Background: an optimization exercise with open tools, aiming at small area, a short achievable clock period and few clock cycles per item. Do not read the settings as production practice.
The RTL was checked by simulation tests, not by an equivalence proof against the original design.
Power is estimated from default activity; no workload was simulated.

==> flow/design.v (excerpt) <==
module par_engine (
    input  wire         clk,
    input  wire         rst_n,
    input  wire         in_valid,
    output wire         in_ready,
    input  wire         in_first,
    input  wire         in_last,
    input  wire [1:0]   in_kind,      
    input  wire [3:0]   in_sheet,
    input  wire [127:0] in_data,
    input  wire [1:0]   cfg_nerase,
    input  wire [3:0]   cfg_sx,
    input  wire [3:0]   cfg_sy,
    output reg          out_valid,
    input  wire         out_ready,
    output reg  [127:0] out_a,
    output reg  [127:0] out_b,
    output reg          out_lost
);
    function [7:0] xtime;
        input [7:0] a;
        xtime = {a[6:0], 1'b0} ^ (a[7] ? 8'h1D : 8'h00);
    endfunction
    function [7:0] gf_mul;
        input [7:0] a;
        input [7:0] b;
        integer i;
        reg [7:0] p, aa;
        begin
            p  = 8'h00;
            aa = a;
            for (i = 0; i < 8; i = i + 1) begin
                if (b[i]) p = p ^ aa;
                aa = xtime(aa);
            end
            gf_mul = p;
        end
    endfunction
    localparam [127:0]  W_TAB  = 128'h261387CDE8743A1D8040201008040201;
    localparam [127:0]  K1_TAB = 128'h2C58B07DFAE9CF831B366CD8AD478E01;
  ...
For scale: ~5,400 cells after synthesis, about 810 flip-flops, roughly 46,000 um2 of cells after synthesis.
clock: 22.0 ns
lec_check: 0
cap_margin: 20
core_margin: 2
core_utilization: 55
cts_buf_list: sky130_fd_sc_hd__clkbuf_16
cts_cluster_diameter: 100
cts_cluster_size: 24
slew_margin: 20
standard.sh (not shown) runs the stock make flow with config.mk's settings and CLKGATE_MAP_FILE= SYNTH_SCRIPT=/design/flow/synth_recipe.tcl, a recipe that flattens the netlist after the stock synthesis.
==> flow/flow/run.sh <==
#!/bin/bash
set -euo pipefail
export BUFFER_PORTS_ARGS="-buffer_cell sky130_fd_sc_hd__buf_2"
export SETUP_SLACK_MARGIN=16.6
bash standard.sh > flow.log 2>&1
Testbench counts at the start, summed over its fixed seeds: cycles 24,088, items 3,200.
Rerun with:
--- a/flow/flow/run.sh
+++ b/flow/flow/run.sh
@@ -4 +3,0 @@
-export SETUP_SLACK_MARGIN=16.6
Settings changed: CORE_UTILIZATION 55 to 30, CTS_BUF_LIST sky130_fd_sc_hd__clkbuf_16 to default, CTS_CLUSTER_DIAMETER 100 to default, CTS_CLUSTER_SIZE 24 to default.
What happened:
- fmax fell slightly
- global-route usage fell by 12 points
- non-clock buffer count stays the same
- wire length rose by about a fifth
- design area rose by a few percent
- via count rose slightly
- cell count rose by about a fifth
- synthesized cell count does not change
- worst setup slack is worse by 0.030 ns
Rerun with:
Settings changed: CORE_UTILIZATION 30 to 70, CTS_BUF_LIST from default to sky130_fd_sc_hd__clkbuf_16, CTS_CLUSTER_DIAMETER from default to 100, CTS_CLUSTER_SIZE from default to 24.
Utilization climbs by 41 points.
Non-clock buffer count shrinks by 15.
Worst hold slack is worse by 0.0071 ns.
Setup slack is better by 0.048 ns.
Clock-buffer cell count went down by 85.
Rerun with:
Settings changed: ABC_AREA from default to 1, CORE_UTILIZATION 70 to 55.
=>
- The new run completed with no timing, DRC or antenna violations
- sequential share of layout area went up by 0.40 points
- utilization went down by 16 points
- final cell count went up by 10%
- via count went down by 0.58%
- global-route usage went down by 6.1 points


The RTL this note starts from:
==> flow/design.v <==
module par_engine (
    input  wire         clk,
    input  wire         rst_n,
    input  wire         in_valid,
    output wire         in_ready,
    input  wire         in_first,
    input  wire         in_last,
    input  wire [1:0]   in_kind,      
    input  wire [3:0]   in_sheet,
    input  wire [127:0] in_data,
    input  wire [1:0]   cfg_nerase,
    input  wire [3:0]   cfg_sx,
    input  wire [3:0]   cfg_sy,
    output reg          out_valid,
    input  wire         out_ready,
    output reg  [127:0] out_a,
    output reg  [127:0] out_b,
    output reg          out_lost
);
    function [7:0] xtime;
        input [7:0] a;
        xtime = {a[6:0], 1'b0} ^ (a[7] ? 8'h1D : 8'h00);
    endfunction
    function [7:0] gf_mul;
        input [7:0] a;
        input [7:0] b;
        integer i;
        reg [7:0] p, aa;
        begin
            p  = 8'h00;
            aa = a;
            for (i = 0; i < 8; i = i + 1) begin
                if (b[i]) p = p ^ aa;
                aa = xtime(aa);
            end
            gf_mul = p;
        end
    endfunction
    localparam [127:0]  W_TAB  = 128'h261387CDE8743A1D8040201008040201;
    localparam [127:0]  K1_TAB = 128'h2C58B07DFAE9CF831B366CD8AD478E01;
    localparam [2047:0] K2_TAB = 2048'h00C382B4A868A0A946177A403339608AC3009B19754DD05D4F8C2EF4806672C0829B002B32EA9ABDBA9E055CF51DCCE4B4192B005664C9296769210AB8F73A85A875325600ACC88F52CED242146DF374684DEA64AC00458D03A481B98428DAFBA0D09AC9C845008A0706551F6F1550A9A95DBD298F8D8A00090E0CAA3EDE2AA0464FBA675203070900121C18497CA154178C9E69CEA4060E120024383092F85F7A2E0521D281550C1C240048706039ED40F45C0A42B91FAA1838480090E0C0723380F5B814846F3E49307090003DDD9D39661DF76D2815DE7C9260E03D007AA76072CC3AF3DA502AA1F839C0DD7A00F48AC0E48574FBA9A0545FED729DA7F400;
    function [7:0] gf_w;
        input [3:0] s;
        gf_w = W_TAB[8*s +: 8];
    endfunction
    function [7:0] gf_k;
        input [1:0] n;
        input [3:0] sx;
        input [3:0] sy;
        begin
            if (n == 2'd0)      gf_k = 8'h01;
            else if (n == 2'd1) gf_k = K1_TAB[8*sx +: 8];
            else                gf_k = K2_TAB[8*{sx, sy} +: 8];
        end
    endfunction
    reg          s1_v;
    reg          s1_first;
    reg          s1_last;
    reg  [1:0]   s1_kind;
    reg  [3:0]   s1_sheet;
    reg  [127:0] s1_d;
    reg  [1:0]   g_n;
    reg  [3:0]   g_sx;
    reg  [3:0]   g_sy;
    reg          ready_r;
    assign in_ready = ready_r;
    wire take = in_valid && ready_r;
    always @(posedge clk) begin
        s1_v     <= rst_n && take;
        s1_first <= in_first;
        s1_last  <= in_last;
        s1_kind  <= in_kind;
        s1_sheet <= in_sheet;
        s1_d     <= in_data;
        if (take && in_first) begin
            g_n  <= cfg_nerase;
            g_sx <= cfg_sx;
            g_sy <= cfg_sy;
        end
    end
    wire       n0 = (g_n == 2'd0);
    wire       n2 = g_n[1];
    wire [7:0] y  = n2 ? gf_w(g_sy) : 8'h00;
    reg [7:0] v;
    always @(*) begin
        case (s1_kind)
            2'd0:    v = gf_w(s1_sheet) ^ y;
            2'd1:    v = y;
            2'd2:    v = {7'd0, !n0};
            default: v = 8'h00;
        endcase
    end
    wire [7:0] coef = gf_mul(gf_k(g_n, g_sx, g_sy), v);
    reg          s2_v;
    reg          s2_last;
    reg          s2_clr;      
    reg          s2_binc;     
    reg          s2_p;
    reg          s2_q;
    reg  [1:0]   s2_n;
    reg  [7:0]   s2_c;
    reg  [127:0] s2_d;
    always @(posedge clk) begin
        s2_v    <= rst_n && s1_v;
        s2_last <= s1_last;
        s2_clr  <= s1_v && s1_first;
        s2_binc <= s1_v && (s1_kind == 2'd0 || (s1_kind == 2'd1 && !n0));
        s2_p    <= s1_v && (s1_kind == 2'd1);
        s2_q    <= s1_v && (s1_kind == 2'd2);
        s2_n    <= g_n;
        s2_c    <= s1_v ? coef : 8'd0;
        s2_d    <= s1_d;
    end
    reg  [127:0] acc_a;
    reg  [127:0] acc_b;
    reg          g_sp;
    reg          g_sq;
    reg          a_done;      
    reg [63:0] cols;
    integer j;
    always @(*) begin
        cols[7:0] = s2_c;
        for (j = 1; j < 8; j = j + 1)
            cols[8*j +: 8] = xtime(cols[8*(j-1) +: 8]);
    end
    reg [127:0] nxt_a;
    reg [127:0] nxt_b;
    integer l, b;
    always @(*) begin
        for (l = 0; l < 16; l = l + 1) begin
            nxt_a[8*l +: 8] = s2_clr ? 8'h00 : acc_a[8*l +: 8];
            for (b = 0; b < 8; b = b + 1)
                if (s2_d[8*l + b]) nxt_a[8*l +: 8] = nxt_a[8*l +: 8] ^ cols[8*b +: 8];
        end
        nxt_b = (s2_clr ? 128'd0 : acc_b) ^ (s2_binc ? s2_d : 128'd0);
    end
    wire nxt_sp = (!s2_clr && g_sp) || s2_p;
    wire nxt_sq = (!s2_clr && g_sq) || s2_q;
    wire r_n0 = (s2_n == 2'd0);
    wire r_n1 = (s2_n == 2'd1);
    wire r_n2 = s2_n[1];
    wire res_lost = r_n1 ? !(nxt_sp || nxt_sq) : r_n2 ? !(nxt_sp && nxt_sq) : 1'b0;
    wire a_from_b = r_n0 || (r_n1 && nxt_sp);
    wire [127:0] res_a = res_lost ? 128'd0 : (a_from_b ? nxt_b : nxt_a);
    wire [127:0] res_b = (res_lost || r_n1) ? 128'd0 : r_n0 ? nxt_a : (nxt_a ^ nxt_b);
    wire fin      = (s2_v && s2_last) || a_done;
    wire out_free = !out_valid;
    wire out_load = fin && out_free;
    wire n_s1last = take && in_last;
    wire n_fin    = (s1_v && s1_last) || (fin && !out_free);
    wire n_ov     = out_load || (out_valid && !out_ready);
    wire n_ready  = !((n_s1last || (n_fin && n_ov)) && (n_fin || n_ov));
    always @(posedge clk) begin
        acc_a <= nxt_a;
        acc_b <= nxt_b;
        g_sp  <= nxt_sp;
        g_sq  <= nxt_sq;
        if (out_load) begin
            out_a    <= res_a;
            out_b    <= res_b;
            out_lost <= res_lost;
        end
        if (!rst_n) begin
            a_done    <= 1'b0;
            out_valid <= 1'b0;
            ready_r   <= 1'b1;
        end else begin
            a_done    <= fin && !out_free;
            out_valid <= n_ov;
            ready_r   <= n_ready;
        end
    end
endmodule
export LEC_CHECK = 0
export CAP_MARGIN = 20
export CORE_MARGIN = 2
export CORE_UTILIZATION = 55
export CTS_BUF_LIST = sky130_fd_sc_hd__clkbuf_8
export CTS_CLUSTER_DIAMETER = 60
export CTS_CLUSTER_SIZE = 16
export SLEW_MARGIN = 20
create_clock -name core_clock -period 22.0 [get_ports {clk}]
==> flow/flow/run.sh <==
#!/bin/bash
set -euo pipefail
export BUFFER_PORTS_ARGS="-buffer_cell sky130_fd_sc_hd__buf_2"
bash standard.sh > flow.log 2>&1
The first run finished with timing, DRC and antenna clean.
Testbench counts at the start, summed over its fixed seeds: cycles 24,088, items 3,200.
Next try:
Settings changed: CTS_BUF_LIST sky130_fd_sc_hd__clkbuf_8 to not set, CTS_CLUSTER_DIAMETER 60 to not set, CTS_CLUSTER_SIZE 16 to not set.
The new run completed without violations. Power is higher by 7.4%. Synthesized cell count does not change. Worst setup slack improves by 100 ps. Via count stays flat. Final area climbs by 2.7%. Clock-buffer cell count rises by 35. Register-to-register slack barely changes.
Next try:
Settings changed: CTS_BUF_LIST set to sky130_fd_sc_hd__clkbuf_16, CTS_CLUSTER_DIAMETER set to 100, CTS_CLUSTER_SIZE set to 24.
What happened: Combinational power hardly moves; global-route usage fell by 0.51 points; core utilization came out lower by 2.0 points; hold slack improves by 22 ps; cell area fell by a few percent.

==> re-timing with driven ports <==
No port has a modelled driver above. Below, the same layouts with a new extraction and two added sets of constraints.
Step 1 assumes that a clkbuf_16 drives the clock port and a buf_2 every other input.
Step 2 times the ports against the registers' clock, not the clock port: input delays grow and output delays shrink by t, the midpoint of the rising clock arrivals with the driver on.
Slacks: ideal / step 1 / step 2; pairs: ideal / step 1.
run	t, ns	setup slack, ns	worst slew at a driven data input, ns	cell pins on the clock port's net
the first run of note 1	0.701	16.228 / 16.155 / 16.532	0.05	1
the second run of note 1	0.805	16.198 / 16.121 / 16.479	0.11	1
the third run of note 1	0.686	16.246 / 16.212 / 16.246	0.08	1
the fourth run of note 1	0.712	16.133 / 16.105 / 16.133	0.05	1
the first run of note 2	0.819	16.136 / 16.066 / 16.547	0.11	1
the second run of note 2	0.740	16.240 / 16.169 / 16.540	0.10	1
the third run of note 2	0.684	16.296 / 16.226 / 16.545	0.11	1
After both steps setup and hold are still met in every run listed.
